Source: an optimization exercise on an open RTL-to-GDS flow (aim: small area). Production flows keep margins and buffers that such runs may drop.
The RTL was checked by simulation tests, not by an equivalence proof against the original design.

### design.v
module recip_rom (
    input  wire [5:0]  lbm1,
    output reg  [24:0] r
);
    always @(*) begin
        case (lbm1)
            6'd0: r = 25'd16777216;
            6'd1: r = 25'd8388608;
            6'd2: r = 25'd5592405;
            6'd3: r = 25'd4194304;
            6'd4: r = 25'd3355443;
            6'd5: r = 25'd2796203;
            6'd6: r = 25'd2396745;
            6'd7: r = 25'd2097152;
            6'd8: r = 25'd1864135;
            6'd9: r = 25'd1677722;
            6'd10: r = 25'd1525201;
            6'd11: r = 25'd1398101;
            6'd12: r = 25'd1290555;
            6'd13: r = 25'd1198373;
            6'd14: r = 25'd1118481;
            6'd15: r = 25'd1048576;
            6'd16: r = 25'd986895;
            6'd17: r = 25'd932068;
            6'd18: r = 25'd883011;
            6'd19: r = 25'd838861;
            6'd20: r = 25'd798915;
            6'd21: r = 25'd762601;
            6'd22: r = 25'd729444;
            6'd23: r = 25'd699051;
            6'd24: r = 25'd671089;
            6'd25: r = 25'd645278;
            6'd26: r = 25'd621378;
            6'd27: r = 25'd599186;
            6'd28: r = 25'd578525;
            6'd29: r = 25'd559241;
            6'd30: r = 25'd541201;
            6'd31: r = 25'd524288;
            6'd32: r = 25'd508400;
            6'd33: r = 25'd493448;
            6'd34: r = 25'd479349;
            6'd35: r = 25'd466034;
            6'd36: r = 25'd453438;
            6'd37: r = 25'd441506;
            6'd38: r = 25'd430185;
            6'd39: r = 25'd419430;
            6'd40: r = 25'd409200;
            6'd41: r = 25'd399458;
            6'd42: r = 25'd390168;
            6'd43: r = 25'd381300;
            6'd44: r = 25'd372827;
            6'd45: r = 25'd364722;
            6'd46: r = 25'd356962;
            6'd47: r = 25'd349525;
            6'd48: r = 25'd342392;
            6'd49: r = 25'd335544;
            6'd50: r = 25'd328965;
            6'd51: r = 25'd322639;
            6'd52: r = 25'd316551;
            6'd53: r = 25'd310689;
            6'd54: r = 25'd305040;
            6'd55: r = 25'd299593;
            6'd56: r = 25'd294337;
            6'd57: r = 25'd289262;
            6'd58: r = 25'd284360;
            6'd59: r = 25'd279620;
            6'd60: r = 25'd275036;
            6'd61: r = 25'd270600;
            6'd62: r = 25'd266305;
            6'd63: r = 25'd262144;
            default: r = 25'd0;
        endcase
    end
endmodule
module decim_chain (
    input  wire        clk,
    input  wire        rst,
    input  wire        bit_valid,
    input  wire        bit_in,
    input  wire        resync,
    input  wire        cfg_ok,        
    input  wire [1:0]  cfg_preset,    
    input  wire [2:0]  cfg_lac,
    input  wire [5:0]  cfg_lbm1,
    output wire [15:0] cfg_q,
    input  wire        grant,         
    output reg         req,           
    output reg  [30:0] hold,
    output reg  [2:0]  p_lac,
    output reg  [5:0]  p_lbm1,
    output reg  [1:0]  p_mcls         
);
    reg  [1:0] preset;
    reg  [2:0] lac;
    reg  [5:0] lbm1;
    assign cfg_q = {preset, 2'b00, lac, 3'b000, lbm1};
    wire clr = resync || cfg_ok;    
    always @(posedge clk) begin
        if (rst) begin
            preset <= 2'b11; lac <= 3'b100; lbm1 <= 6'd15;
        end else if (cfg_ok) begin
            preset <= cfg_preset; lac <= cfg_lac; lbm1 <= cfg_lbm1;
        end
    end
    reg  [7:0] acnt;                
    reg  [5:0] bcnt;                
    reg  [1:0] nout;                
    reg  [7:0] lam1;                
    reg  [16:0] la2;                
    reg  [15:0] f0_first;           
    always @(*) begin
        case (lac)
            3'd0:    begin lam1 = 8'd15;  la2 = 17'd256;   f0_first = 16'd136;   end
            3'd1:    begin lam1 = 8'd31;  la2 = 17'd1024;  f0_first = 16'd528;   end
            3'd2:    begin lam1 = 8'd63;  la2 = 17'd4096;  f0_first = 16'd2080;  end
            3'd3:    begin lam1 = 8'd127; la2 = 17'd16384; f0_first = 16'd8256;  end
            default: begin lam1 = 8'd255; la2 = 17'd65536; f0_first = 16'd32896; end
        endcase
    end
    wire take     = bit_valid && !clr;
    wire a0       = (acnt == 8'd0);
    wire wend     = (acnt == lam1);
    wire lb1      = (lbm1 == 6'd0);
    wire lastw    = (bcnt == lbm1);             
    wire penw     = (bcnt + 6'd1 == lbm1);      
    wire bend     = wend && lastw;
    reg  [14:0] g;                  
    reg  [14:0] h;                  
    wire [14:0] f2 = a0 ? 15'd0 : g;
    wire [15:0] f0 = a0 ? f0_first : {1'b0, h};
    wire [14:0] g_nx;
    rca #(15) u_g (.a(f2), .b({7'd0, acnt}), .ci(1'b0), .s(g_nx), .co());
    wire [15:0] h_nx;
    rca #(16) u_h (.a(f0), .b({8'hff, acnt | ~lam1}), .ci(1'b0), .s(h_nx), .co());
    wire        use0 = lb1 || lastw;
    wire        use2 = lb1 || penw;
    wire [15:0] p = use0 ? f0 : 16'd0;
    wire [14:0] q = use2 ? f2 : 15'd0;
    wire [16:0] pq;
    rca #(16) u_pq (.a(p), .b({1'b0, q}), .ci(1'b0), .s(pq[15:0]), .co(pq[16]));
    wire [16:0] z;
    rca #(17) u_z (.a(la2), .b(~pq), .ci(1'b1), .s(z), .co());
    wire        intw = !(lb1 || lastw || penw);
    wire [16:0] wa = use0 ? {1'b0, f0} : z;
    wire [16:0] wb = penw ? {2'b00, f2} : (intw ? 17'd0 : z);
    wire [14:0] wc = lb1 ? f2 : 15'd0;
    reg  [30:0] xa;
    reg  [23:0] xb;
    reg  [21:0] xc;
    wire [30:0] xa_s;
    wire [23:0] xb_s;
    wire [21:0] xc_s;
    wire        ca;
    rca #(17) u_xa0 (.a(xa[16:0]), .b(bit_in ? wa : 17'd0), .ci(1'b0), .s(xa_s[16:0]), .co(ca));
    rca #(14) u_xa1 (.a(xa[30:17]), .b(14'd0), .ci(ca), .s(xa_s[30:17]), .co());
    rca #(24) u_xb  (.a(xb), .b(bit_in ? {7'd0, wb} : 24'd0), .ci(1'b0), .s(xb_s), .co());
    rca #(22) u_xc  (.a(xc), .b(bit_in ? {7'd0, wc} : 22'd0), .ci(1'b0), .s(xc_s), .co());
    always @(posedge clk) begin
        if (take) begin
            g <= g_nx;
            h <= h_nx[14:0];
        end
    end
    always @(posedge clk) begin
        if (rst || clr) begin
            acnt <= 8'd0; bcnt <= 6'd0; nout <= 2'd0;
            xa <= 31'd0; xb <= 24'd0; xc <= 22'd0;
        end else if (take) begin
            if (wend) begin
                acnt <= 8'd0;
                if (lastw) begin
                    bcnt <= 6'd0;
                    if (nout != 2'd3) nout <= nout + 2'd1;
                    xa <= {7'd0, xb_s};
                    xb <= lb1 ? {2'd0, xc_s} : 24'd0;
                    xc <= 22'd0;
                end else begin
                    bcnt <= bcnt + 6'd1;
                    xa <= xa_s; xb <= xb_s; xc <= xc_s;
                end
            end else begin
                acnt <= acnt + 8'd1;
                xa <= xa_s; xb <= xb_s; xc <= xc_s;
            end
        end
    end
    always @(posedge clk) begin
        if (take && bend) begin
            hold   <= xa_s;
            p_lac  <= lac;
            p_lbm1 <= lbm1;
            p_mcls <= (nout == 2'd0) ? 2'd0 : (nout == 2'd1) ? 2'd1 : 2'd2;
        end
    end
    always @(posedge clk) begin
        if (rst)               req <= 1'b0;
        else if (take && bend) req <= 1'b1;
        else if (grant)        req <= 1'b0;
    end
endmodule
module rca #(parameter W = 8) (
    input  wire [W-1:0] a,
    input  wire [W-1:0] b,
    input  wire         ci,
    output wire [W-1:0] s,
    output wire         co
);
    wire [W:0] c;
    assign c[0] = ci;
    genvar i;
    generate
        for (i = 0; i < W; i = i + 1) begin : g_bit
            assign s[i]   = a[i] ^ b[i] ^ c[i];
            assign c[i+1] = (a[i] & b[i]) | (c[i] & (a[i] ^ b[i]));
        end
    endgenerate
    assign co = c[W];
endmodule
module ci_decim_bank (
    input  wire         clk,
    input  wire         rst,
    input  wire         bit_valid,
    input  wire [3:0]   bits,
    input  wire [3:0]   resync,
    input  wire         cfg_we,
    input  wire [1:0]   cfg_ch,
    input  wire [15:0]  cfg_data,
    input  wire [1:0]   cfg_rd_ch,
    output wire [15:0]  cfg_rd_data,
    output reg  [3:0]   out_valid,
    output wire [3:0]   out_settled,
    output wire [99:0]  out_data
);
    wire [1:0] w_preset = cfg_data[15:14];
    wire       w_ok     = cfg_we && !(w_preset == 2'b11 && cfg_data[11:9] > 3'b100);
    wire [2:0] w_lac    = (w_preset == 2'b11) ? cfg_data[11:9] :
                          (w_preset == 2'b10) ? 3'b100 : 3'b010;
    wire [5:0] w_lbm1   = (w_preset == 2'b11) ? cfg_data[5:0] :
                          (w_preset == 2'b00) ? 6'd0 : 6'd3;
    wire [15:0] cfg_q   [0:3];
    wire [30:0] c_hold  [0:3];
    wire [2:0]  c_lac   [0:3];
    wire [5:0]  c_lbm1  [0:3];
    wire [1:0]  c_mcls  [0:3];
    wire [3:0]  req;
    reg  [3:0]  grant;
    genvar c;
    generate
        for (c = 0; c < 4; c = c + 1) begin : g_ch
            decim_chain u_chain (
                .clk        (clk),
                .rst        (rst),
                .bit_valid  (bit_valid),
                .bit_in     (bits[c]),
                .resync     (resync[c]),
                .cfg_ok     (w_ok && cfg_ch == c),
                .cfg_preset (w_preset),
                .cfg_lac    (w_lac),
                .cfg_lbm1   (w_lbm1),
                .cfg_q      (cfg_q[c]),
                .grant      (grant[c]),
                .req        (req[c]),
                .hold       (c_hold[c]),
                .p_lac      (c_lac[c]),
                .p_lbm1     (c_lbm1[c]),
                .p_mcls     (c_mcls[c])
            );
        end
    endgenerate
    assign cfg_rd_data = cfg_q[cfg_rd_ch];
    reg  [1:0] pick;
    always @(*) begin
        casez (req)
            4'b???1: pick = 2'd0;
            4'b??10: pick = 2'd1;
            4'b?100: pick = 2'd2;
            default: pick = 2'd3;
        endcase
    end
    wire [30:0] s_hold = c_hold[pick];
    wire [2:0]  s_lac  = c_lac[pick];
    wire [5:0]  s_lbm1 = c_lbm1[pick];
    wire [1:0]  s_mcls = c_mcls[pick];
    wire        s_lb1  = (s_lbm1 == 6'd0);
    reg  [30:0] s_shl;
    reg  [22:0] d1s, d2s, d12s;
    always @(*) begin
        case (s_lac)
            3'd0:    begin s_shl = {s_hold[18:0], 12'd0}; d1s = 23'd6717440; d2s = 23'd1146880; d12s = 23'd7864320; end
            3'd1:    begin s_shl = {s_hold[21:0], 9'd0};  d1s = 23'd6856704; d2s = 23'd1269760; d12s = 23'd8126464; end
            3'd2:    begin s_shl = {s_hold[24:0], 6'd0};  d1s = 23'd6924288; d2s = 23'd1333248; d12s = 23'd8257536; end
            3'd3:    begin s_shl = {s_hold[27:0], 3'd0};  d1s = 23'd6957568; d2s = 23'd1365504; d12s = 23'd8323072; end
            default: begin s_shl = s_hold;                d1s = 23'd6974080; d2s = 23'd1381760; d12s = 23'd8355840; end
        endcase
    end
    wire [22:0] dsel = (s_mcls == 2'd0) ? (s_lb1 ? d1s : d12s) :
                       (s_mcls == 2'd1 && s_lb1) ? d2s : 23'd0;
    wire [30:0] s_val = s_shl + {2'b11, ~s_lbm1, dsel};
    wire        s_set = s_lb1 ? (s_mcls == 2'd2) : (s_mcls != 2'd0);
    reg  [1:0]  step;           
    reg  [1:0]  m_ch;
    reg  [30:0] m_s;
    reg  [5:0]  m_lbm1;
    reg         m_set;
    reg  signed [32:0] acc;
    wire load = (step == 2'd0 || step == 2'd3) && (req != 4'b0);
    always @(*) begin
        grant = 4'b0;
        if (load) grant[pick] = 1'b1;
    end
    wire [24:0] r;
    recip_rom u_rom (.lbm1(m_lbm1), .r(r));
    reg  [8:0]  d;
    always @(*) begin
        case (step)
            2'd1:    d = {1'b0, r[7:0]};
            2'd2:    d = {1'b0, r[15:8]};
            default: d = r[24:16];
        endcase
    end
    wire signed [32:0] acc_in = (step == 2'd1) ? 33'sd0 : acc;
    wire signed [41:0] mac = acc_in + $signed(m_s) * $signed({1'b0, d});
    reg  [24:0] res;
    reg         res_set;
    always @(posedge clk) begin
        if (rst) begin
            step <= 2'd0;
            out_valid <= 4'b0;
        end else begin
            out_valid <= 4'b0;
            if (step == 2'd3) out_valid[m_ch] <= 1'b1;
            if (load)                step <= 2'd1;
            else if (step == 2'd3)   step <= 2'd0;
            else if (step != 2'd0)   step <= step + 2'd1;
        end
    end
    always @(posedge clk) begin
        if (load) begin
            m_ch   <= pick;
            m_s    <= s_val;
            m_lbm1 <= s_lbm1;
            m_set  <= s_set;
        end
        if (step == 2'd1 || step == 2'd2) acc <= mac[40:8];
        if (step == 2'd3) begin
            res     <= mac[32:8];
            res_set <= m_set;
        end
    end
    assign out_data    = {4{res}};
    assign out_settled = {4{res_set}};
endmodule
### run.sh
#!/bin/bash
# synth_recipe.tcl (not shown) runs the flow's synth.tcl, then flattens the netlist and writes it again
# the make line also repeats each setting of config.mk as NAME=value (left out here)
make -C /OpenROAD-flow-scripts/flow DESIGN_CONFIG=/design/flow/config.mk WORK_HOME=/design/flow/orfs CLKGATE_MAP_FILE= SYNTH_SCRIPT=/design/flow/synth_recipe.tcl finish
### config.mk
export PLATFORM = sky130hd
export DESIGN_NAME = ci_decim_bank
export DESIGN_NICKNAME = ci_decim_bank
export VERILOG_FILES = /design/flow/design.v
export SDC_FILE = /design/flow/constraint.sdc
export NUM_CORES = 4
export LEC_CHECK = 0
export ABC_AREA = 1
export CAP_MARGIN = 20
export CORE_MARGIN = 2
export CORE_UTILIZATION = 40
export SLEW_MARGIN = 20
### constraint.sdc
create_clock -name core_clock -period 15.0 [get_ports {clk}]
set_input_delay 3.0000 -clock core_clock [delete_from_list [all_inputs] [get_ports {clk}]]
set_output_delay 3.0000 -clock core_clock [all_outputs]
set_load 0.01 [all_outputs]
==> flow_metrics.py, run 1 <==
metrics = {
    "cells_and_area": {
        "ff_latch_area_sq_um": 20700,
        "nFillCells": 15200,
        "layout_commonest_cell": "nand2_1",
        "design_area_sq_um": 68300,
        "multi_input_area_sq_um": 35600,
        "post-route-util_pct": 44.3,
        "layout_common_cells": "nand2_1, inv_1, nor2_1",
        "fin_nets": 8235,
        "area_growth_pct": 9.93,
        "drive_gt1_share_pct": 5.06,
        "n_antenna_cell": 0,
    },
    "critical_path": {
        "worstSetupPathType": "reg2reg",
        "endpoint_kind": "flop",
        "arrival_ns": 13.61,
        "r2r_setup_slack_ns": 2.04,
        "cp_common_cell": "fa_1",
        "rr_startpoint": "g_ch[3].u_chain.bcnt[2]$_SDFFE_PP0P_",
        "cp_slowest_stage_delay_ns": 0.51,
        "path_max_fanout": 15,
        "crit_path_start_kind": "flop",
        "critPathTopFamily": "adder cells",
        "critical_path_buf_inv_count": 1,
        "critical_path.reg2reg.endpoint": "g_ch[3].u_chain.xa[30]$_SDFFE_PP0P_",
        "worstPathRequired_ns": 15.65,
        "crit_cells": 45,
        "cpMaxStageDelayCell": "fa_1",
        "reg2reg_depth": 45,
    },
    "sta": {
        "setup_viol": 0,
        "timing.fmax_mhz": 77.1,
        "slew_headroom_pct": 27.9,
        "drv_slew": 0,
        "fin_tns_setup_ns": 0,
        "skew_ns": 0.0586,
        "hold_viol": 0,
        "worst_pin_slew_ns": 1.07,
        "fin_crit_ns": 12.96,
        "rsz0062_at_grt": "false",
        "post-route-period-util_pct": 86.4,
    },
    "drt": {
        "drtAntennaViolNets": 0,
        "dr.pass1.iters": 6,
        "wl_microns": 175000,
        "drtIter0Drc": 3625,
        "via_per_inst": 5.21,
        "drc": 0,
        "wl_per_cell_microns": 18.7,
        "vias": 48800,
    },
    "clock_tree": {
        "root_buffer": "clkbuf_16",
        "cts_resized": 0,
        "cts-buffers-inserted": 99,
        "insertion_delay_ns": 0.73,
        "post_cts_buffers": 0,
        "htree_num_levels": 3,
        "cts_tree": "yes",
        "hold_buffers": 0,
        "clk_pin_slew_worst_paths_ns": 0.07,
        "clock_path_buffers": 3,
        "clock-sinks": 838,
    },
    "synth": {
        "synth_edf_count": 387,
        "synthCells": 7315,
        "syn_area_sq_um": 62100,
        "synthFlopType": "dfxtp_1",
        "async_flop_share_pct": 0,
        "yosys_register_bits": 838,
        "ys_types": 64,
        "synth-warning-count": 3,
        "ys_seq_area_share_pct": 33.2,
        "syn_avg_cell_area_sq_um": 8.50,
    },
    "global_routing": {
        "grt_pass1_vias": 49000,
        "grt_max_degree": 82,
        "grt_pass1_wl_microns": 279000,
        "antenna_found_initial": 1,
        "grt.total_usage_pct": 22.2,
        "grt.overflow.total": 0,
    },
    "placed_design": {
        "placed_area_sq_um": 64800,
        "dp_hpwl_microns": 133000,
        "gp_congestion": 0.940,
        "portBuffers": 145,
    },
    "status": {
        "outcome": "complete, no violations",
    },
    "min_path": {
        "hold_path.class": "reg2reg",
        "min_delay_path_depth": 2,
        "hold-path-endpoint": "g_ch[3].u_chain.xc[18]$_SDFFE_PP0P_",
        "hold_start": "g_ch[3].u_chain.xc[18]$_SDFFE_PP0P_",
    },
    "die": {
        "coreArea_sq_um": 154000,
        "core.rowCount": 144,
        "start_util_pct": 40.3,
        "dieHeight_microns": 398,
        "dieArea_sq_um": 159000,
        "die_x_microns": 398,
        "pin_count": 156,
    },
    "job": {
        "maxCapViolCount": 0,
    },
}
kinds of logic (layout without fill, tap and decap cells):
| logic type | count (synthesis) | count (layout) | synth area share [%] |
|---|---|---|---|
| simple gates | 2669 | 2669 | 18.0 |
| buf+inv | 1474 | 1486 | 9.66 |
| compound gates | 1249 | 1249 | 11.1 |
| fa+ha+maj | 959 | 959 | 26.3 |
| flops | 838 | 838 | 33.2 |
| xor+xnor | 125 | 125 | 1.76 |
| other cells | 1 | 5 | 0.00603 |
layout make-up:
type | instances | share of cell area, %
timing repair buffer | 211 | 2.86
clock buffer | 116 | 3.78
tap | 2044 | 3.74
inverter | 1087 | 5.97
sequential | 838 | 30.2
multi-input combinational | 5007 | 52.1
clock inverter | 72 | 1.35
registers in the layout (all words and copies together) (netlist names), 6 cells and up:
signal,count
g_ch.u_chain.hold,124
g_ch.u_chain.xa,124
g_ch.u_chain.xb,96
g_ch.u_chain.xc,88
g_ch.u_chain.g,60
g_ch.u_chain.h,60
acc,33
g_ch.u_chain.acnt,32
m_s,31
r,25
res,25
g_ch.u_chain.bcnt,24
g_ch.u_chain.lbm1,24
g_ch.u_chain.p_lbm1,24
g_ch.u_chain.lac,12
g_ch.u_chain.p_lac,12
g_ch.u_chain.nout,8
g_ch.u_chain.p_mcls,8
g_ch.u_chain.preset,8
m_lbm1,6
per-stage QoR:
step	instances	hold slack, ns	setup WS, ns
final	9375	0.469	2.04
after global routing	9375	0.488	1.35
after CTS	9375	0.471	2.00
after detailed placement	9187	0.455	1.41
after global placement	9186	0.452	1.38
after floorplan	7319	0.400	2.46
layer usage:
metal,wire [microns],global-route usage (%),vias to the layer above
met5,0,0,-
met1,76400,29.9,23600
li1,-,-,23400
met4,4480,5.74,0
met3,11700,3.74,244
met2,82500,37.0,1556
cell usage after synthesis, drive strengths merged, types with 8 or more instances:
cell type	n	area [sq um]
fa	577	11600
nor3b	11	82.6
o21a	11	82.6
nor4	14	87.6
nand2	1410	5390
buf	179	1140
a211oi	27	203
o22ai	46	288
nand3	395	2000
nor2	659	2530
nor3	81	448
a221oi	8	70.1
o211ai	78	586
inv	1073	4030
xor2	73	639
a31oi	32	200
clkbuf	208	782
a21o	21	158
edfxtp	387	11600
xnor2	52	455
nand3b	9	67.6
dfxtp	451	9030
a21oi	519	2600
nand4	34	240
clkinv	14	52.6
o21ai	475	2400
ha	382	4780
or2	51	324
worst max path at each step:
| stage | to | slack (ns) | from |
|---|---|---|---|
| 6_report | g_ch[3].u_chain.xa[30]$_SDFFE_PP0P_ | 2.04 | g_ch[3].u_chain.bcnt[2]$_SDFFE_PP0P_ |
| 5_1_grt | g_ch[0].u_chain.xa[30]$_SDFFE_PP0P_ | 1.35 | g_ch[0].u_chain.lbm1[3]$_SDFFE_PP1P_ |
| 4_1_cts | g_ch[3].u_chain.xa[30]$_SDFFE_PP0P_ | 2.00 | g_ch[3].u_chain.bcnt[0]$_SDFFE_PP0P_ |
| 3_5_place_dp | g_ch[3].u_chain.xa[30]$_SDFFE_PP0P_ | 1.41 | bits[3] |
| 3_3_place_gp | g_ch[2].u_chain.xa[30]$_SDFFE_PP0P_ | 1.38 | bits[2] |
| 2_1_floorplan | g_ch[3].u_chain.xa[30]$_SDFFE_PP0P_ | 2.46 | bits[3] |
worst reg2reg max path, delay by kind of cell (launching register included):
kind                     cells  cell delay, ns
adder cells (fa/ha/maj)     31            9.61
flip-flops                   1            0.42
AO/OA/AOI/OAI                1            0.16
AND/OR/NAND/NOR             10            2.04
buffers and inverters        1            0.08
XOR/XNOR                     2            0.55
==> run 2, diff against run 1 <==
--- a/design.v
+++ b/design.v
@@ -130,7 +130,7 @@
     wire [15:0] f0 = a0 ? f0_first : {1'b0, h};
     wire [14:0] g_nx;
-    rca #(15) u_g (.a(f2), .b({7'd0, acnt}), .ci(1'b0), .s(g_nx), .co());
+    rca #(15) u_g (.a(f2), .b({7'd0, take ? acnt : 8'd0}), .ci(1'b0), .s(g_nx), .co());
     wire [15:0] h_nx;
-    rca #(16) u_h (.a(f0), .b({8'hff, acnt | ~lam1}), .ci(1'b0), .s(h_nx), .co());
+    rca #(16) u_h (.a(f0), .b(take ? {8'hff, acnt | ~lam1} : 16'd0), .ci(1'b0), .s(h_nx), .co());
     wire        use0 = lb1 || lastw;
     wire        use2 = lb1 || penw;
@@ -148,22 +148,20 @@
     reg  [23:0] xb;
     reg  [21:0] xc;
+    wire        tb  = take && bit_in;
     wire [30:0] xa_s;
     wire [23:0] xb_s;
     wire [21:0] xc_s;
     wire        ca;
-    rca #(17) u_xa0 (.a(xa[16:0]), .b(bit_in ? wa : 17'd0), .ci(1'b0), .s(xa_s[16:0]), .co(ca));
+    rca #(17) u_xa0 (.a(xa[16:0]), .b(tb ? wa : 17'd0), .ci(1'b0), .s(xa_s[16:0]), .co(ca));
     rca #(14) u_xa1 (.a(xa[30:17]), .b(14'd0), .ci(ca), .s(xa_s[30:17]), .co());
-    rca #(24) u_xb  (.a(xb), .b(bit_in ? {7'd0, wb} : 24'd0), .ci(1'b0), .s(xb_s), .co());
-    rca #(22) u_xc  (.a(xc), .b(bit_in ? {7'd0, wc} : 22'd0), .ci(1'b0), .s(xc_s), .co());
+    rca #(24) u_xb  (.a(xb), .b(tb ? {7'd0, wb} : 24'd0), .ci(1'b0), .s(xb_s), .co());
+    rca #(22) u_xc  (.a(xc), .b(tb ? {7'd0, wc} : 22'd0), .ci(1'b0), .s(xc_s), .co());
     always @(posedge clk) begin
-        if (take) begin
-            g <= g_nx;
-            h <= h_nx[14:0];
-        end
+        g <= g_nx;
+        h <= h_nx[14:0];
     end
     always @(posedge clk) begin
         if (rst || clr) begin
             acnt <= 8'd0; bcnt <= 6'd0; nout <= 2'd0;
-            xa <= 31'd0; xb <= 24'd0; xc <= 22'd0;
         end else if (take) begin
             if (wend) begin
@@ -172,18 +170,24 @@
                     bcnt <= 6'd0;
                     if (nout != 2'd3) nout <= nout + 2'd1;
-                    xa <= {7'd0, xb_s};
-                    xb <= lb1 ? {2'd0, xc_s} : 24'd0;
-                    xc <= 22'd0;
                 end else begin
                     bcnt <= bcnt + 6'd1;
-                    xa <= xa_s; xb <= xb_s; xc <= xc_s;
                 end
             end else begin
                 acnt <= acnt + 8'd1;
-                xa <= xa_s; xb <= xb_s; xc <= xc_s;
             end
         end
     end
     always @(posedge clk) begin
+        if (rst || clr) begin
+            xa <= 31'd0; xb <= 24'd0; xc <= 22'd0;
+        end else if (take && bend) begin
+            xa <= {7'd0, xb_s};
+            xb <= lb1 ? {2'd0, xc_s} : 24'd0;
+            xc <= 22'd0;
+        end else begin
+            xa <= xa_s; xb <= xb_s; xc <= xc_s;
+        end
+    end
+    always @(posedge clk) begin
         if (take && bend) begin
             hold   <= xa_s;
@@ -269,4 +273,7 @@
     endgenerate
     assign cfg_rd_data = cfg_q[cfg_rd_ch];
+    reg        busy;
+    reg  [1:0] step;
+    reg  [1:0] m_ch;
     reg  [1:0] pick;
     always @(*) begin
@@ -278,8 +285,10 @@
         endcase
     end
-    wire [30:0] s_hold = c_hold[pick];
-    wire [2:0]  s_lac  = c_lac[pick];
-    wire [5:0]  s_lbm1 = c_lbm1[pick];
-    wire [1:0]  s_mcls = c_mcls[pick];
+    wire [1:0]  cur    = busy ? m_ch : pick;
+    wire        active = busy || (req != 4'b0);
+    wire [30:0] s_hold = c_hold[cur];
+    wire [2:0]  s_lac  = c_lac[cur];
+    wire [5:0]  s_lbm1 = c_lbm1[cur];
+    wire [1:0]  s_mcls = c_mcls[cur];
     wire        s_lb1  = (s_lbm1 == 6'd0);
     reg  [30:0] s_shl;
@@ -297,55 +306,40 @@
                        (s_mcls == 2'd1 && s_lb1) ? d2s : 23'd0;
     wire [30:0] s_val = s_shl + {2'b11, ~s_lbm1, dsel};
-    wire        s_set = s_lb1 ? (s_mcls == 2'd2) : (s_mcls != 2'd0);
-    reg  [1:0]  step;           
-    reg  [1:0]  m_ch;
-    reg  [30:0] m_s;
-    reg  [5:0]  m_lbm1;
-    reg         m_set;
-    reg  signed [32:0] acc;
-    wire load = (step == 2'd0 || step == 2'd3) && (req != 4'b0);
-    always @(*) begin
-        grant = 4'b0;
-        if (load) grant[pick] = 1'b1;
-    end
     wire [24:0] r;
-    recip_rom u_rom (.lbm1(m_lbm1), .r(r));
-    reg  [8:0]  d;
+    recip_rom u_rom (.lbm1(s_lbm1), .r(r));
+    reg  [6:0]  d;
     always @(*) begin
         case (step)
-            2'd1:    d = {1'b0, r[7:0]};
-            2'd2:    d = {1'b0, r[15:8]};
-            default: d = r[24:16];
+            2'd0:    d = {1'b0, r[5:0]};
+            2'd1:    d = {1'b0, r[11:6]};
+            2'd2:    d = {1'b0, r[17:12]};
+            default: d = r[24:18];
         endcase
     end
-    wire signed [32:0] acc_in = (step == 2'd1) ? 33'sd0 : acc;
-    wire signed [41:0] mac = acc_in + $signed(m_s) * $signed({1'b0, d});
-    reg  [24:0] res;
-    reg         res_set;
+    reg  signed [31:0] acc;
+    wire signed [31:0] acc_in = (step == 2'd0) ? 32'sd0 : acc;
+    wire signed [39:0] mac = acc_in + $signed(s_val) * $signed({1'b0, d});
+    always @(*) begin
+        grant = 4'b0;
+        if (active && step == 2'd3) grant[cur] = 1'b1;
+    end
     always @(posedge clk) begin
         if (rst) begin
+            busy <= 1'b0;
             step <= 2'd0;
-            out_valid <= 4'b0;
-        end else begin
-            out_valid <= 4'b0;
-            if (step == 2'd3) out_valid[m_ch] <= 1'b1;
-            if (load)                step <= 2'd1;
-            else if (step == 2'd3)   step <= 2'd0;
-            else if (step != 2'd0)   step <= step + 2'd1;
+        end else if (active) begin
+            busy <= (step != 2'd3);
+            step <= step + 2'd1;
         end
+        m_ch <= cur;
+        acc  <= mac[37:6];
     end
-    always @(posedge clk) begin
-        if (load) begin
-            m_ch   <= pick;
-            m_s    <= s_val;
-            m_lbm1 <= s_lbm1;
-            m_set  <= s_set;
-        end
-        if (step == 2'd1 || step == 2'd2) acc <= mac[40:8];
-        if (step == 2'd3) begin
-            res     <= mac[32:8];
-            res_set <= m_set;
-        end
+    wire last = busy && step == 2'd3;
+    always @(*) begin
+        out_valid = 4'b0;
+        out_valid[m_ch] = last;
     end
+    wire [24:0] res     = mac[30:6];
+    wire        res_set = s_lb1 ? (s_mcls == 2'd2) : (s_mcls != 2'd0);
     assign out_data    = {4{res}};
     assign out_settled = {4{res_set}};
==> flow_metrics.py, run 2 <==
metrics = {
    "min_path": {
        "hold_path.class": "reg2reg",
        "min_delay_path_depth": 1,
    },
    "sta": {
        "post-route-period-util_pct": 94.2,
        "slew_headroom_pct": 28.3,
        "fin_crit_ns": 14.13,
        "worst_pin_slew_ns": 1.07,
        "hold_viol": 0,
        "timing.fmax_mhz": 70.8,
        "drv_slew": 0,
        "setup_viol": 0,
        "fin_tns_setup_ns": 0,
        "holdWs_ns": 0.468,
        "skew_ns": 0.0379,
    },
    "cells_and_area": {
        "design_area_sq_um": 57800,
        "layout_commonest_cell": "inv_1",
        "layout_common_cells": "inv_1, nand2_1, nor2_1",
        "reg.largest.list": "g_ch.u_chain.hold: 124 flops, g_ch.u_chain.xa: 124 flops, g_ch.u_chain.xb: 96 flops",
        "instances_no_fill": 7922,
        "nFillCells": 12700,
        "drive_gt1_share_pct": 5.18,
        "fin_nets": 7013,
        "area_growth_pct": 10.8,
        "n_antenna_cell": 0,
    },
    "clock_tree": {
        "cts-buffers-inserted": 86,
        "htree_num_levels": 3,
        "clock_path_buffers": 3,
        "clock-sinks": 745,
        "insertion_delay_ns": 0.72,
        "root_buffer": "clkbuf_16",
        "clk_pin_slew_worst_paths_ns": 0.06,
        "cts_tree": "yes",
        "hold_buffers": 0,
    },
    "critical_path": {
        "cp_slowest_stage_delay_ns": 0.62,
        "cpMaxStageDelayCell": "clkdlybuf4s50_1",
        "arrival_ns": 11.13,
        "cp_common_cell": "nand2_1",
        "path_max_fanout": 33,
        "endpoint_kind": "primary output",
        "worstSetupPathType": "reg2out",
        "worstPathRequired_ns": 12.00,
        "reg2reg_depth": 49,
        "crit_path_start_kind": "flop",
    },
    "synth": {
        "synth_area_leader_cell": "dfxtp_1",
        "yosys.area.top_type_share_pct": 22.2,
        "synthCells": 6095,
        "synth-warning-count": 3,
        "synthTopCellsByCount": "inv_1, nand2_1, nor2_1",
        "synth_most_common_cell": "inv_1",
        "yosys_register_bits": 745,
        "synth_edf_count": 168,
        "ys_seq_area_share_pct": 31.8,
        "syn_avg_cell_area_sq_um": 8.55,
        "synth_area_leaders": "dfxtp_1, fa_1, edfxtp_1",
        "syn_area_sq_um": 52100,
        "synthFlopType": "dfxtp_1",
        "async_flop_share_pct": 0,
        "ys_types": 67,
    },
    "die": {
        "coreArea_sq_um": 129000,
        "die_x_microns": 365,
        "dieHeight_microns": 365,
        "start_util_pct": 40.3,
        "dieArea_sq_um": 133000,
        "core.rowCount": 132,
        "pin_count": 156,
    },
    "placed_design": {
        "placed_cells": 7759,
        "dp_hpwl_microns": 110000,
        "portBuffers": 145,
        "gp_congestion": 0.918,
        "placed_area_sq_um": 54800,
    },
    "global_routing": {
        "grt.total_usage_pct": 21.7,
        "grt.overflow.total": 0,
        "antenna_found_initial": 1,
        "grt_max_degree": 85,
        "grt_pass1_wl_microns": 225000,
        "grt_pass1_vias": 40300,
    },
    "drt": {
        "dr.pass1.iters": 6,
        "wl_microns": 142000,
        "drc": 0,
        "drtIter0Drc": 3114,
        "via_per_inst": 5.03,
        "vias": 39800,
        "drtAntennaViolNets": 0,
        "wl_per_cell_microns": 17.9,
    },
    "job": {
        "maxCapViolCount": 0,
    },
    "status": {
        "outcome": "complete, no violations",
    },
}
-- run 2: changes by cell type in the layout (fill, tap and decap cells not counted), sizes merged, moves of 21 or more --
cell	previous run	this run
o21ai	475	285
dfxtp	451	577
or2	51	28
ha	382	345
nand2	1410	888
o22ai	46	118
a21oi	519	286
inv	1085	1206
fa	577	526
edfxtp	387	168
a221oi	8	29
nand3	395	145
a22oi	2	53
-- run 2: logic make-up after synthesis --
family / count (synthesis) / share of synthesized area (%)
AO/OA/AOI/OAI: 947 / 10.8
XOR/XNOR: 109 / 1.85
adder cells (fa/ha/maj): 871 / 28.5
buffers and inverters: 1522 / 12.0
flip-flops: 745 / 31.8
multiplexers: 1 / 0.0192
other: 1 / 0.00720
AND/OR/NAND/NOR: 1899 / 15.0
-- run 2: worst paths after layout --
path | from | end | slack, ns
hold reg to reg | g_ch[2].u_chain.acnt[2]$_SDFFE_PP0P_ | g_ch[2].u_chain.acnt[2]$_SDFFE_PP0P_ | 0.47
hold / removal | g_ch[2].u_chain.acnt[2]$_SDFFE_PP0P_ | g_ch[2].u_chain.acnt[2]$_SDFFE_PP0P_ | 0.47
setup reg to reg | g_ch[3].u_chain.bcnt[0]$_SDFFE_PP0P_ | g_ch[3].u_chain.xa[30]$_SDFF_PP0_ | 1.22
setup / recovery | busy$_SDFFE_PP0N_ | out_data[70] | 0.87
-- run 2: critical path: cells and delay by family (launching register included) --
family	cells	cell delay (ns)
and+or+nand+nor	16	2.16
DFF	1	0.49
AOI/OAI and AO/OA	11	2.35
adders and majority gates	7	3.02
xor gates and xnor gates	2	0.54
buffers and inverters	10	1.85
-- run 2: per-stage QoR --
| stage | util (%) | setup slack, ns |
|---|---|---|
| final | 44.7 | 0.866 |
| after CTS | 44.6 | 0.388 |
| after global placement | 42.3 | 0.420 |
| after detailed placement | 42.3 | 0.409 |
| after floorplan | - | 1.45 |
| after global routing | 44.7 | -0.00489 |
-- run 2: area by class of cell --
cell class	instances	area (sq um)	area share, %
Sequential cell	745	16600	28.7
Clock inverter	40	433	0.750
Timing Repair inverter	1	5.00	0.00867
Timing Repair Buffer	226	2070	3.58
Inverter	1218	4580	7.92
Multi-Input combinational cell	3832	29400	50.9
Clock buffer	118	2500	4.32
Tap cell	1742	2180	3.77
-- run 2: per-layer routing --
| metal | GRT usage (%) | routed length [microns] |
|---|---|---|
| met5 | 0 | 0 |
| met4 | 7.25 | 4620 |
| met3 | 3.00 | 7960 |
| met2 | 35.7 | 65300 |
| met1 | 29.3 | 63800 |
-- run 2: repair_timing --
item                                    CTS  global route
buffers inserted                          0             3
endpoints found under the hold margin     0             0
endpoints found under the setup margin    0            24
resized for setup                         0             5
==> run 3, diff against run 2 <==
--- a/design.v
+++ b/design.v
@@ -133,28 +133,30 @@
     wire [15:0] h_nx;
     rca #(16) u_h (.a(f0), .b(take ? {8'hff, acnt | ~lam1} : 16'd0), .ci(1'b0), .s(h_nx), .co());
+    wire        tb   = take && bit_in;
     wire        use0 = lb1 || lastw;
     wire        use2 = lb1 || penw;
-    wire [15:0] p = use0 ? f0 : 16'd0;
-    wire [14:0] q = use2 ? f2 : 15'd0;
+    wire        intw = !(lb1 || lastw || penw);
+    wire [15:0] f0t  = tb ? f0 : 16'd0;
+    wire [14:0] f2t  = tb ? f2 : 15'd0;
+    wire [15:0] p = use0 ? f0t : 16'd0;
+    wire [14:0] q = use2 ? f2t : 15'd0;
     wire [16:0] pq;
     rca #(16) u_pq (.a(p), .b({1'b0, q}), .ci(1'b0), .s(pq[15:0]), .co(pq[16]));
     wire [16:0] z;
-    rca #(17) u_z (.a(la2), .b(~pq), .ci(1'b1), .s(z), .co());
-    wire        intw = !(lb1 || lastw || penw);
-    wire [16:0] wa = use0 ? {1'b0, f0} : z;
-    wire [16:0] wb = penw ? {2'b00, f2} : (intw ? 17'd0 : z);
-    wire [14:0] wc = lb1 ? f2 : 15'd0;
+    rca #(17) u_z (.a(tb ? la2 : 17'd0), .b(~pq), .ci(1'b1), .s(z), .co());
+    wire [16:0] wa = use0 ? {1'b0, f0t} : z;
+    wire [16:0] wb = penw ? {2'b00, f2t} : (intw ? 17'd0 : z);
+    wire [14:0] wc = lb1 ? f2t : 15'd0;
     reg  [30:0] xa;
     reg  [23:0] xb;
     reg  [21:0] xc;
-    wire        tb  = take && bit_in;
     wire [30:0] xa_s;
     wire [23:0] xb_s;
     wire [21:0] xc_s;
     wire        ca;
-    rca #(17) u_xa0 (.a(xa[16:0]), .b(tb ? wa : 17'd0), .ci(1'b0), .s(xa_s[16:0]), .co(ca));
+    rca #(17) u_xa0 (.a(xa[16:0]), .b(wa), .ci(1'b0), .s(xa_s[16:0]), .co(ca));
     rca #(14) u_xa1 (.a(xa[30:17]), .b(14'd0), .ci(ca), .s(xa_s[30:17]), .co());
-    rca #(24) u_xb  (.a(xb), .b(tb ? {7'd0, wb} : 24'd0), .ci(1'b0), .s(xb_s), .co());
-    rca #(22) u_xc  (.a(xc), .b(tb ? {7'd0, wc} : 22'd0), .ci(1'b0), .s(xc_s), .co());
+    rca #(24) u_xb  (.a(xb), .b({7'd0, wb}), .ci(1'b0), .s(xb_s), .co());
+    rca #(22) u_xc  (.a(xc), .b({7'd0, wc}), .ci(1'b0), .s(xc_s), .co());
     always @(posedge clk) begin
         g <= g_nx;
@@ -308,16 +310,16 @@
     wire [24:0] r;
     recip_rom u_rom (.lbm1(s_lbm1), .r(r));
-    reg  [6:0]  d;
+    reg  [5:0]  d;
     always @(*) begin
         case (step)
-            2'd0:    d = {1'b0, r[5:0]};
-            2'd1:    d = {1'b0, r[11:6]};
-            2'd2:    d = {1'b0, r[17:12]};
-            default: d = r[24:18];
+            2'd0:    d = r[5:0];
+            2'd1:    d = r[11:6];
+            2'd2:    d = r[17:12];
+            default: d = r[23:18];
         endcase
     end
     reg  signed [31:0] acc;
     wire signed [31:0] acc_in = (step == 2'd0) ? 32'sd0 : acc;
-    wire signed [39:0] mac = acc_in + $signed(s_val) * $signed({1'b0, d});
+    wire signed [37:0] mac = acc_in + $signed(s_val) * $signed({1'b0, d});
     always @(*) begin
         grant = 4'b0;
@@ -340,5 +342,5 @@
         out_valid[m_ch] = last;
     end
-    wire [24:0] res     = mac[30:6];
+    wire [24:0] res     = s_lb1 ? s_val[24:0] : mac[30:6];
     wire        res_set = s_lb1 ? (s_mcls == 2'd2) : (s_mcls != 2'd0);
     assign out_data    = {4{res}};
==> flow/run.sh (new file) <==
#!/bin/bash
# The standard layout (the standard.sh, standard synthesis unchanged), with
# two changes: port buffers use the smallest buffer, and the clock tree uses
# small clock buffers without dummy loads.
set -euo pipefail
export BUFFER_PORTS_ARGS="-buffer_cell sky130_fd_sc_hd__buf_1"
export CTS_ARGS="-sink_clustering_enable -repair_clock_nets -dont_use_dummy_load -buf_list sky130_fd_sc_hd__clkbuf_4"
bash standard.sh > standard.log 2>&1
==> standard.sh (new file) <==
#!/bin/bash
# synth_recipe.tcl (not shown) runs the flow's synth.tcl, then flattens the netlist and writes it again
# the make line also repeats each setting of config.mk as NAME=value (left out here)
make -C /OpenROAD-flow-scripts/flow DESIGN_CONFIG=/design/flow/config.mk WORK_HOME=/design/flow/orfs CLKGATE_MAP_FILE= SYNTH_SCRIPT=/design/flow/synth_recipe.tcl "${@:-finish}"
removed: run.sh
==> flow_metrics.py, run 3 <==
metrics = {
    "synth": {
        "ys_seq_area_share_pct": 32.1,
        "syn_area_sq_um": 51700,
        "synthCells": 6103,
        "synth-warning-count": 3,
        "ys_types": 67,
        "yosys_register_bits": 745,
        "synthAdderAreaFrac_pct": 27.7,
        "synth-xor-area-share_pct": 1.97,
        "synth_compound_area_share_pct": 11.1,
        "synth_edf_count": 168,
        "synth_top_family_by_area": "adder cells",
        "yosys.area.top_type_share_pct": 22.3,
        "synthTopCellsByCount": "inv_1, nand2_1, nor2_1",
        "synthFlopType": "dfxtp_1",
        "synth_most_common_cell": "inv_1",
        "syn_avg_cell_area_sq_um": 8.47,
        "synth_area_leaders": "dfxtp_1, fa_1, edfxtp_1",
        "synth_area_leader_cell": "dfxtp_1",
        "async_flop_share_pct": 0,
        "synthMuxAreaShare_pct": 0,
        "synth-simple-area-share_pct": 15.5,
    },
    "drt": {
        "drtAntennaViolNets": 0,
        "dr.pass1.iters": 5,
        "wl_met2_microns": 68000,
        "drtIter0Drc": 3241,
        "topRoutingLayerUsed": "met5",
        "wl_met1_microns": 63700,
        "vias": 40800,
        "wl_per_cell_microns": 18.1,
        "wl_microns": 144000,
        "drc": 0,
        "routed-wl-met3_microns": 8560,
        "via_per_inst": 5.12,
    },
    "cells_and_area": {
        "layout_commonest_cell": "inv_1",
        "fin_nets": 7190,
        "area_growth_pct": 7.51,
        "layout_common_cells": "inv_1, nand2_1, nor2_1",
        "reg.largest.list": "g_ch.u_chain.hold: 124 flops, g_ch.u_chain.xa: 124 flops, g_ch.u_chain.xb: 96 flops",
        "drive_gt1_share_pct": 7.29,
        "instances_no_fill": 7976,
    },
    "critical_path": {
        "crit_path_start_kind": "flop",
        "critical_path.reg2reg.endpoint": "g_ch[0].u_chain.xa[30]$_SDFF_PP0_",
        "reg2reg_depth": 51,
        "cp_common_cell": "inv_1",
        "r2r_setup_slack_ns": 1.72,
        "worstSetupPathType": "reg2out",
        "critPathTopFamily": "adder cells",
        "cpMaxStageDelayCell": "fa_1",
        "path_max_fanout": 21,
        "worstPathRequired_ns": 12.00,
        "critical_path_buf_inv_count": 11,
        "rr_startpoint": "g_ch[0].u_chain.bcnt[0]$_SDFFE_PP0P_",
        "arrival_ns": 11.40,
        "cp_slowest_stage_delay_ns": 0.56,
        "endpoint_kind": "primary output",
    },
    "global_routing": {
        "grt_pass1_wl_microns": 230000,
        "grt.overflow.total": 0,
        "antenna_found_initial": 5,
        "grt.total_usage_pct": 22.2,
        "grt_pass1_vias": 41500,
        "grt_max_degree": 58,
    },
    "die": {
        "dieArea_sq_um": 132000,
        "coreArea_sq_um": 128000,
        "core.rowCount": 131,
        "dieHeight_microns": 364,
        "pin_count": 156,
        "start_util_pct": 40.4,
        "die_x_microns": 364,
    },
    "clock_tree": {
        "clock-sinks": 745,
        "clk_pin_slew_worst_paths_ns": 0.06,
        "root_buffer": "clkbuf_4",
        "clock_path_buffers": 3,
        "htree_num_levels": 4,
        "hold_buffers": 0,
        "insertion_delay_ns": 1.08,
        "cts_tree": "yes",
        "cts-buffers-inserted": 203,
    },
    "placed_design": {
        "gp_congestion": 0.940,
        "portBuffers": 145,
        "placed_cells": 7760,
        "place_ws_ns": -0.385,
        "dp_hpwl_microns": 112000,
    },
    "sta": {
        "skew_ns": 0.112,
        "timing.fmax_mhz": 69.5,
        "rsz0062_at_grt": "false",
        "worst_pin_slew_ns": 1.14,
        "slew_headroom_pct": 23.9,
        "hold_viol": 0,
        "finalWorstSetupSlack_ns": 0.605,
        "post-route-period-util_pct": 96.0,
        "fin_crit_ns": 14.40,
        "setup_viol": 0,
        "drv_slew": 0,
    },
    "min_path": {
        "hold_start": "g_ch[2].u_chain.acnt[2]$_SDFFE_PP0N_",
        "hold-path-endpoint": "g_ch[2].u_chain.acnt[2]$_SDFFE_PP0N_",
        "hold_path.class": "reg2reg",
        "min_delay_path_depth": 1,
    },
    "status": {
        "outcome": "complete, no violations",
    },
    "job": {
        "maxCapViolCount": 0,
    },
}
[run 3: cell count changes in the layout (fill, tap and decap cells not counted), moves of 19 or more]
| cell | change |
|---|---|
| a21oi_1 | +59 |
| buf_1 | +145 |
| buf_4 | +50 |
| clkbuf_16 | -90 |
| clkbuf_4 | +203 |
| clkdlybuf4s50_1 | -145 |
| fa_1 | -29 |
| inv_1 | -30 |
| nand2_1 | -40 |
| nor2_1 | +55 |
| nor3_1 | -19 |
| o211ai_1 | -51 |
[run 3: cells by family (layout without fill, tap and decap cells)]
logic type      Yosys count  in the layout
compound gates          982            982
xor+xnor                116            116
fa+ha+maj               848            848
buf+inv                1474           1675
flops                   745            745
other cells               1             11
simple gates           1937           1937
[run 3: final cells by class]
class | count | area [sq um]
fill | 12800 | 72300
timing repair buffer | 275 | 1520
tap | 1662 | 2080
antenna | 6 | 15.0
timing repair inverter | 2 | 10.0
sequential | 745 | 16600
clock buffer | 203 | 1520
inverter | 1195 | 4500
multi-input combinational | 3888 | 29300
[run 3: worst max-delay path by stage]
stage | from | end | slack (ns) | depth (start not counted)
after floorplan | cfg_data[15] | g_ch[0].u_chain.hold[30]$_DFFE_PP_ | 0.05 | 51
after global placement | cfg_data[15] | g_ch[0].u_chain.xa[30]$_SDFF_PP0_ | -0.32 | 48
after detailed placement | cfg_data[15] | g_ch[0].u_chain.xa[30]$_SDFF_PP0_ | -0.39 | 48
after CTS | busy$_SDFFE_PP0N_ | out_data[96] | 0.09 | 41
after global routing | m_ch[1]$_DFF_P_ | out_data[71] | 0.02 | 43
final | m_ch[1]$_DFF_P_ | out_data[96] | 0.60 | 43
[run 3: layer usage]
| layer | up-vias | global-route usage [%] |
|---|---|---|
| li1 | 19700 | - |
| met3 | 257 | 3.32 |
| met5 | - | 0 |
| met2 | 1216 | 36.9 |
| met1 | 19700 | 29.6 |
| met4 | 2 | 7.26 |
[run 3: through the flow]
step           cell area, sq um  hold WS, ns  TNS [ns]  utilization, %
6_report                  55600        0.470         0            43.5
2_1_floorplan             51700        0.430         0               -
3_5_place_dp              53900        0.467     -4.22            42.2
4_1_cts                   55400        0.474         0            43.4
5_1_grt                   55600        0.493         0            43.5
3_3_place_gp              53900        0.451     -2.37            42.2
[run 3: repair_timing]
action                                  4_1_cts  5_1_grt
gates resized for setup                       0       17
hold endpoints to repair                      0        0
setup buffers                                 0        5
endpoints found under the setup margin        0       44
==> run 4, diff against run 3 <==
--- a/flow/run.sh
+++ b/flow/run.sh
@@ -5,4 +5,4 @@
 set -euo pipefail
 export BUFFER_PORTS_ARGS="-buffer_cell sky130_fd_sc_hd__buf_1"
-export CTS_ARGS="-sink_clustering_enable -repair_clock_nets -dont_use_dummy_load -buf_list sky130_fd_sc_hd__clkbuf_4"
+export CTS_ARGS="-sink_clustering_enable -repair_clock_nets -dont_use_dummy_load -buf_list sky130_fd_sc_hd__clkbuf_8 -sink_clustering_size 14 -sink_clustering_max_diameter 100"
 bash standard.sh > standard.log 2>&1
--- a/config.mk
+++ b/config.mk
@@ -7,6 +7,6 @@
 export LEC_CHECK = 0
 export ABC_AREA = 1
-export CAP_MARGIN = 20
+export CAP_MARGIN = 5
 export CORE_MARGIN = 2
 export CORE_UTILIZATION = 40
-export SLEW_MARGIN = 20
+export SLEW_MARGIN = 5
==> flow_metrics.py, run 4 <==
metrics = {
    "cells_and_area": {
        "area_growth_pct": 6.06,
        "reg.largest.list": "g_ch.u_chain.hold: 124 flops, g_ch.u_chain.xa: 124 flops, g_ch.u_chain.xb: 96 flops",
        "drive_gt1_share_pct": 5.23,
        "instances_no_fill": 7824,
        "design_area_sq_um": 54800,
        "fin_nets": 7043,
        "nFillCells": 12800,
        "layout_common_cells": "inv_1, nand2_1, nor2_1",
        "layout_commonest_cell": "inv_1",
    },
    "critical_path": {
        "crit_path_start_kind": "primary input",
        "rr_startpoint": "g_ch[0].u_chain.lbm1[2]$_SDFFE_PP1P_",
        "critical_path.reg2reg.endpoint": "g_ch[0].u_chain.xa[30]$_SDFF_PP0_",
        "critical_path_buf_inv_count": 10,
        "cp_common_cell": "fa_1",
        "path_max_fanout": 3,
        "endpoint_kind": "flop",
        "worstSetupPathType": "in2reg",
        "cpMaxStageDelayCell": "fa_1",
        "worstPathRequired_ns": 15.69,
        "arrival_ns": 15.13,
        "r2r_setup_slack_ns": 1.71,
        "critPathTopFamily": "adder cells",
        "cp_slowest_stage_delay_ns": 0.56,
        "reg2reg_depth": 47,
    },
    "synth": {
        "ys_seq_area_share_pct": 32.1,
        "syn_area_sq_um": 51700,
        "synth_top_family_by_area": "adder cells",
        "synth-simple-area-share_pct": 15.5,
        "synth_compound_area_share_pct": 11.1,
        "async_flop_share_pct": 0,
        "syn_avg_cell_area_sq_um": 8.47,
        "synthFlopType": "dfxtp_1",
        "synth_area_leader_cell": "dfxtp_1",
        "synthTopCellsByCount": "inv_1, nand2_1, nor2_1",
        "yosys_register_bits": 745,
        "yosys.area.top_type_share_pct": 22.3,
        "ys_types": 67,
        "synthCells": 6103,
        "synthAdderAreaFrac_pct": 27.7,
        "synth_area_leaders": "dfxtp_1, fa_1, edfxtp_1",
        "synth_most_common_cell": "inv_1",
        "synth_edf_count": 168,
        "synth-warning-count": 3,
        "synth-xor-area-share_pct": 1.97,
        "synthMuxAreaShare_pct": 0,
    },
    "min_path": {
        "hold_start": "g_ch[2].u_chain.acnt[2]$_SDFFE_PP0N_",
        "hold_path.class": "reg2reg",
        "min_delay_path_depth": 1,
        "hold-path-endpoint": "g_ch[2].u_chain.acnt[2]$_SDFFE_PP0N_",
    },
    "drt": {
        "drc": 0,
        "wl_met2_microns": 68100,
        "wl_microns": 143000,
        "wl_per_cell_microns": 18.3,
        "topRoutingLayerUsed": "met4",
        "routed-wl-met3_microns": 7570,
        "via_per_inst": 5.11,
        "wl_met1_microns": 64100,
        "drtAntennaViolNets": 0,
        "drtIter0Drc": 3360,
        "dr.pass1.iters": 5,
        "vias": 40000,
    },
    "placed_design": {
        "portBuffers": 145,
        "gp_congestion": 0.940,
        "placed_area_sq_um": 53900,
        "dp_hpwl_microns": 112000,
        "place_ws_ns": -0.385,
        "placed_cells": 7760,
    },
    "clock_tree": {
        "cts_tree": "yes",
        "hold_buffers": 0,
        "clock-sinks": 745,
        "clock_path_buffers": 3,
        "htree_num_levels": 2,
        "cts-buffers-inserted": 60,
        "clk_pin_slew_worst_paths_ns": 0.10,
        "insertion_delay_ns": 0.81,
        "root_buffer": "clkbuf_8",
    },
    "job": {
        "maxCapViolCount": 0,
    },
    "sta": {
        "fin_tns_setup_ns": 0,
        "setup_viol": 0,
        "rsz0062_at_grt": "false",
        "worst_pin_slew_ns": 1.15,
        "skew_ns": 0.114,
        "drv_slew": 0,
        "hold_viol": 0,
        "post-route-period-util_pct": 96.2,
        "slew_headroom_pct": 23.2,
        "finalWorstSetupSlack_ns": 0.566,
        "timing.fmax_mhz": 69.3,
        "fin_crit_ns": 14.43,
    },
    "die": {
        "core.rowCount": 131,
        "dieHeight_microns": 364,
        "dieArea_sq_um": 132000,
        "die_x_microns": 364,
        "start_util_pct": 40.4,
        "pin_count": 156,
        "coreArea_sq_um": 128000,
    },
    "global_routing": {
        "grt_max_degree": 58,
        "grt_pass1_vias": 40300,
        "grt.total_usage_pct": 21.9,
        "grt.overflow.total": 0,
        "antenna_found_initial": 3,
        "grt_pass1_wl_microns": 227000,
    },
    "status": {
        "outcome": "complete, no violations",
    },
}
## run 4: cell counts after synthesis
No cell type changed its count.
## run 4: worst max path at each step
stage	endpoint	slack [ns]	cells past startpoint	startpoint
6_report	g_ch[0].u_chain.xa[30]$_SDFF_PP0_	0.57	53	cfg_data[15]
4_1_cts	g_ch[0].u_chain.xa[30]$_SDFF_PP0_	0.39	48	cfg_data[15]
5_1_grt	out_data[71]	0.002	42	busy$_SDFFE_PP0N_
2_1_floorplan	g_ch[0].u_chain.hold[30]$_DFFE_PP_	0.05	51	cfg_data[15]
3_3_place_gp	g_ch[0].u_chain.xa[30]$_SDFF_PP0_	-0.32	48	cfg_data[15]
3_5_place_dp	g_ch[0].u_chain.xa[30]$_SDFF_PP0_	-0.39	48	cfg_data[15]
## run 4: layout make-up
| class | instances | area, sq um | area share, % |
|---|---|---|---|
| inverter | 1195 | 4500 | 8.21 |
| multi-input combinational | 3888 | 29300 | 53.5 |
| clock buffer | 60 | 826 | 1.51 |
| timing repair buffer | 271 | 1490 | 2.72 |
| sequential | 745 | 16600 | 30.3 |
| antenna | 1 | 2.50 | 0.00456 |
| tap | 1662 | 2080 | 3.79 |
| timing repair inverter | 2 | 10.0 | 0.0183 |
## run 4: metal layers
layer	vias up	global-route usage [%]
li1	19300	-
met1	19500	29.9
met2	1030	37.0
met3	185	2.58
met4	0	5.15
met5	-	0
## run 4: worst reg2reg max path, delay by kind of cell (launching register included)
family | cells | cell delay, ns
adder cells (fa/ha/maj) | 31 | 9.60
AND/OR/NAND/NOR | 6 | 1.34
buffers and inverters | 7 | 1.18
AO/OA/AOI/OAI | 3 | 0.58
flip-flops | 1 | 0.44
## run 4: kinds of logic after synthesis
kind of cell | Yosys count
AND/OR/NAND/NOR | 1937
buffers and inverters | 1474
AO/OA/AOI/OAI | 982
adder cells (fa/ha/maj) | 848
flip-flops | 745
XOR/XNOR | 116
other | 1
## run 4: what timing repair did
action,CTS,global route
endpoints found under the setup margin,0,48
endpoints found under the hold margin,0,0
gates resized for setup,0,22
buffers inserted,0,1
## run 4: per-stage QoR
| stage | utilization [%] | hold slack [ns] |
|---|---|---|
| after detailed placement | 42.2 | 0.467 |
| final | 42.9 | 0.478 |
| after global placement | 42.2 | 0.451 |
| after CTS | 42.8 | 0.481 |
| after global routing | 42.9 | 0.506 |
| after floorplan | - | 0.430 |
==> run 5, diff against run 4 <==
--- a/config.mk
+++ b/config.mk
@@ -10,3 +10,4 @@
 export CORE_MARGIN = 2
 export CORE_UTILIZATION = 40
+export GPL_TIMING_DRIVEN = 0
 export SLEW_MARGIN = 5
==> flow_metrics.py, run 5 <==
metrics = {
    "sta": {
        "finalWorstSetupSlack_ns": 0.582,
        "setup_viol": 0,
        "worst_pin_slew_ns": 1.33,
        "holdWs_ns": 0.480,
        "slew_headroom_pct": 10.8,
        "fin_crit_ns": 14.42,
        "hold_viol": 0,
        "timing.fmax_mhz": 69.4,
        "skew_ns": 0.109,
        "post-route-period-util_pct": 96.1,
        "drv_slew": 0,
    },
    "critical_path": {
        "crit_path_start_kind": "primary input",
        "rr_startpoint": "g_ch[2].u_chain.bcnt[0]$_SDFFE_PP0P_",
        "worstPathRequired_ns": 15.62,
        "r2r_setup_slack_ns": 1.49,
        "path_max_fanout": 6,
        "reg2reg_depth": 48,
        "endpoint_kind": "flop",
        "cp_slowest_stage_delay_ns": 0.55,
        "arrival_ns": 15.04,
        "cpMaxStageDelayCell": "fa_1",
        "worstSetupPathType": "in2reg",
        "critical_path.reg2reg.endpoint": "g_ch[2].u_chain.hold[30]$_DFFE_PP_",
        "cp_common_cell": "fa_1",
    },
    "synth": {
        "synth_area_leader_cell": "dfxtp_1",
        "ys_types": 67,
        "synth-warning-count": 3,
        "syn_area_sq_um": 51700,
        "synth_edf_count": 168,
        "syn_avg_cell_area_sq_um": 8.47,
        "ys_seq_area_share_pct": 32.1,
        "synth_area_leaders": "dfxtp_1, fa_1, edfxtp_1",
        "synth_most_common_cell": "inv_1",
        "synthFlopType": "dfxtp_1",
        "synthCells": 6103,
        "async_flop_share_pct": 0,
        "yosys.area.top_type_share_pct": 22.3,
        "synthTopCellsByCount": "inv_1, nand2_1, nor2_1",
        "yosys_register_bits": 745,
    },
    "min_path": {
        "hold_start": "g_ch[2].u_chain.acnt[2]$_SDFFE_PP0N_",
        "hold-path-endpoint": "g_ch[2].u_chain.acnt[2]$_SDFFE_PP0N_",
        "min_delay_path_depth": 1,
        "hold_path.class": "reg2reg",
    },
    "cells_and_area": {
        "area_growth_pct": 7.65,
        "layout_commonest_cell": "inv_1",
        "layout_common_cells": "inv_1, nand2_1, nor2_1",
        "nFillCells": 12900,
        "fin_nets": 7216,
        "drive_gt1_share_pct": 5.83,
        "reg.largest.list": "g_ch.u_chain.hold: 124 flops, g_ch.u_chain.xa: 124 flops, g_ch.u_chain.xb: 96 flops",
    },
    "drt": {
        "wl_per_cell_microns": 19.0,
        "drtAntennaViolNets": 0,
        "wl_microns": 152000,
        "drtIter0Drc": 3547,
        "via_per_inst": 5.13,
        "dr.pass1.iters": 9,
        "vias": 41000,
        "drc": 0,
    },
    "die": {
        "start_util_pct": 40.4,
        "die_x_microns": 364,
        "dieArea_sq_um": 132000,
        "dieHeight_microns": 364,
        "core.rowCount": 131,
        "pin_count": 156,
        "coreArea_sq_um": 128000,
    },
    "clock_tree": {
        "clock-sinks": 745,
        "cts_tree": "yes",
        "hold_buffers": 0,
        "root_buffer": "clkbuf_8",
        "clock_path_buffers": 3,
        "clk_pin_slew_worst_paths_ns": 0.09,
        "insertion_delay_ns": 0.82,
        "htree_num_levels": 2,
        "cts-buffers-inserted": 59,
    },
    "status": {
        "outcome": "complete, no violations",
    },
    "global_routing": {
        "grt.total_usage_pct": 23.3,
        "grt.overflow.total": 0,
        "grt_max_degree": 52,
        "antenna_found_initial": 1,
        "grt_pass1_vias": 41400,
        "grt_pass1_wl_microns": 238000,
    },
    "placed_design": {
        "dp_hpwl_microns": 124000,
        "place_ws_ns": -1.67,
        "portBuffers": 145,
        "gp_congestion": 0.985,
    },
    "job": {
        "maxCapViolCount": 0,
    },
}
[run 5: changes by cell type in the layout (fill, tap and decap cells not counted), moves of 7 or more]
cell,change
buf_1,+17
buf_2,+38
buf_4,-17
clkbuf_1,+122
fa_1,-13
fa_2,+13
nor3_2,-7
[run 5: area by class of cell]
| type | count | area, sq um | area share, % |
|---|---|---|---|
| antenna | 1 | 2.50 | 0.00450 |
| buffer | 276 | 1480 | 2.66 |
| clock buffer | 59 | 812 | 1.46 |
| inverter | 1195 | 4520 | 8.12 |
| multi-input combinational | 3888 | 29400 | 52.8 |
| sequential | 745 | 16600 | 29.8 |
| tap | 1662 | 2080 | 3.74 |
| timing repair buffer | 170 | 782 | 1.41 |
| timing repair inverter | 1 | 5.00 | 0.00899 |
[run 5: layer usage]
metal  track usage (%)  vias to the layer above  share of wire [%]  wire (microns)
met3              3.14                      229                5.9            9030
li1                  -                    19700                  -               -
met1              31.9                    19900                 45           68300
met5                 0                        -                  0               0
met4              7.61                        0                3.5            5260
met2              37.9                     1247                 46           69700
[run 5: worst max-delay path by stage]
stage | from | to | slack (ns)
final | cfg_data[15] | g_ch[3].u_chain.hold[30]$_DFFE_PP_ | 0.58
after global routing | cfg_data[15] | g_ch[3].u_chain.xa[30]$_SDFF_PP0_ | -0.001
after CTS | cfg_data[15] | g_ch[0].u_chain.xa[30]$_SDFF_PP0_ | 0.006
after detailed placement | cfg_data[15] | g_ch[2].u_chain.xa[30]$_SDFF_PP0_ | -1.67
after global placement | cfg_data[15] | g_ch[0].u_chain.hold[30]$_DFFE_PP_ | -2.01
after floorplan | cfg_data[15] | g_ch[0].u_chain.hold[30]$_DFFE_PP_ | 0.05
[run 5: logic make-up (layout without fill, tap and decap cells)]
family / Yosys count / count (layout) / synth area share (%)
other: 1 / 6 / 0.00725
buffers and inverters: 1474 / 1701 / 11.5
DFF: 745 / 745 / 32.1
AOI/OAI and AO/OA: 982 / 982 / 11.1
adders and majority gates: 848 / 848 / 27.7
xor gates and xnor gates: 116 / 116 / 1.97
and+or+nand+nor: 1937 / 1937 / 15.5
[run 5: repair_timing]
item / CTS / global route
endpoints found under the setup margin: 38 / 70
cloned: 0 / 1
gates resized for setup: 23 / 58
endpoints found under the hold margin: 0 / 0
buffers inserted: 4 / 16
pin swaps: 4 / 6
[run 5: worst max-delay path: cells and delay by family]
family | cells | cell delay [ns]
buffers and inverters | 10 | 0.90
AOI/OAI and AO/OA | 3 | 0.25
and+or+nand+nor | 8 | 1.01
adders and majority gates | 32 | 9.87
[run 5: stage by stage]
stage	util (%)	instances	setup TNS, ns	cell area (sq um)
2_1_floorplan	-	6107	0	51700
3_3_place_gp	42.5	7914	-73.32	54300
3_5_place_dp	42.6	7919	-65.52	54500
4_1_cts	43.3	7980	0	55400
5_1_grt	43.5	7997	-0.00148	55700
6_report	43.5	7997	0	55700

what the ideal ports hide:
How much do the figures lean on ideal ports? The routed layouts below were timed once more, with nothing changed but the port constraints. Step 1, drivers: a clkbuf_16 drives clk and a buf_2 each remaining input, both assumed. Step 2 also shifts input and output timing later by t, the mid clock arrival at the registers, as if the neighbouring blocks saw the same clock. a / b / c = ideal ports / drivers / drivers and shift; a / b = the first two.
| run | shift t [ns] | slack for setup (ns) | latest minus earliest clock arrival (ns) | pins driven straight from the clock port |
|---|---|---|---|---|
| run 1 | 0.790 | 2.038 / 2.038 / 1.428 | 0.067 / 0.067 | 1 |
| run 2 | 0.773 | 0.866 / 0.792 / 0.424 | 0.040 / 0.040 | 1 |
| run 3 | 1.107 | 0.605 / 0.540 / -0.354 | 0.140 / 0.140 | 1 |
| run 4 | 0.826 | 0.566 / 0.612 / -0.214 | 0.123 / 0.123 | 1 |
| run 5 | 0.839 | 0.582 / 0.631 / -0.207 | 0.117 / 0.117 | 1 |
With both steps, setup timing fails in run 3, run 4 and run 5, where it was met with ideal ports. The setup slack of run 3, which loses most, moves by -0.065 ns with the drivers and by -0.959 ns with both steps.
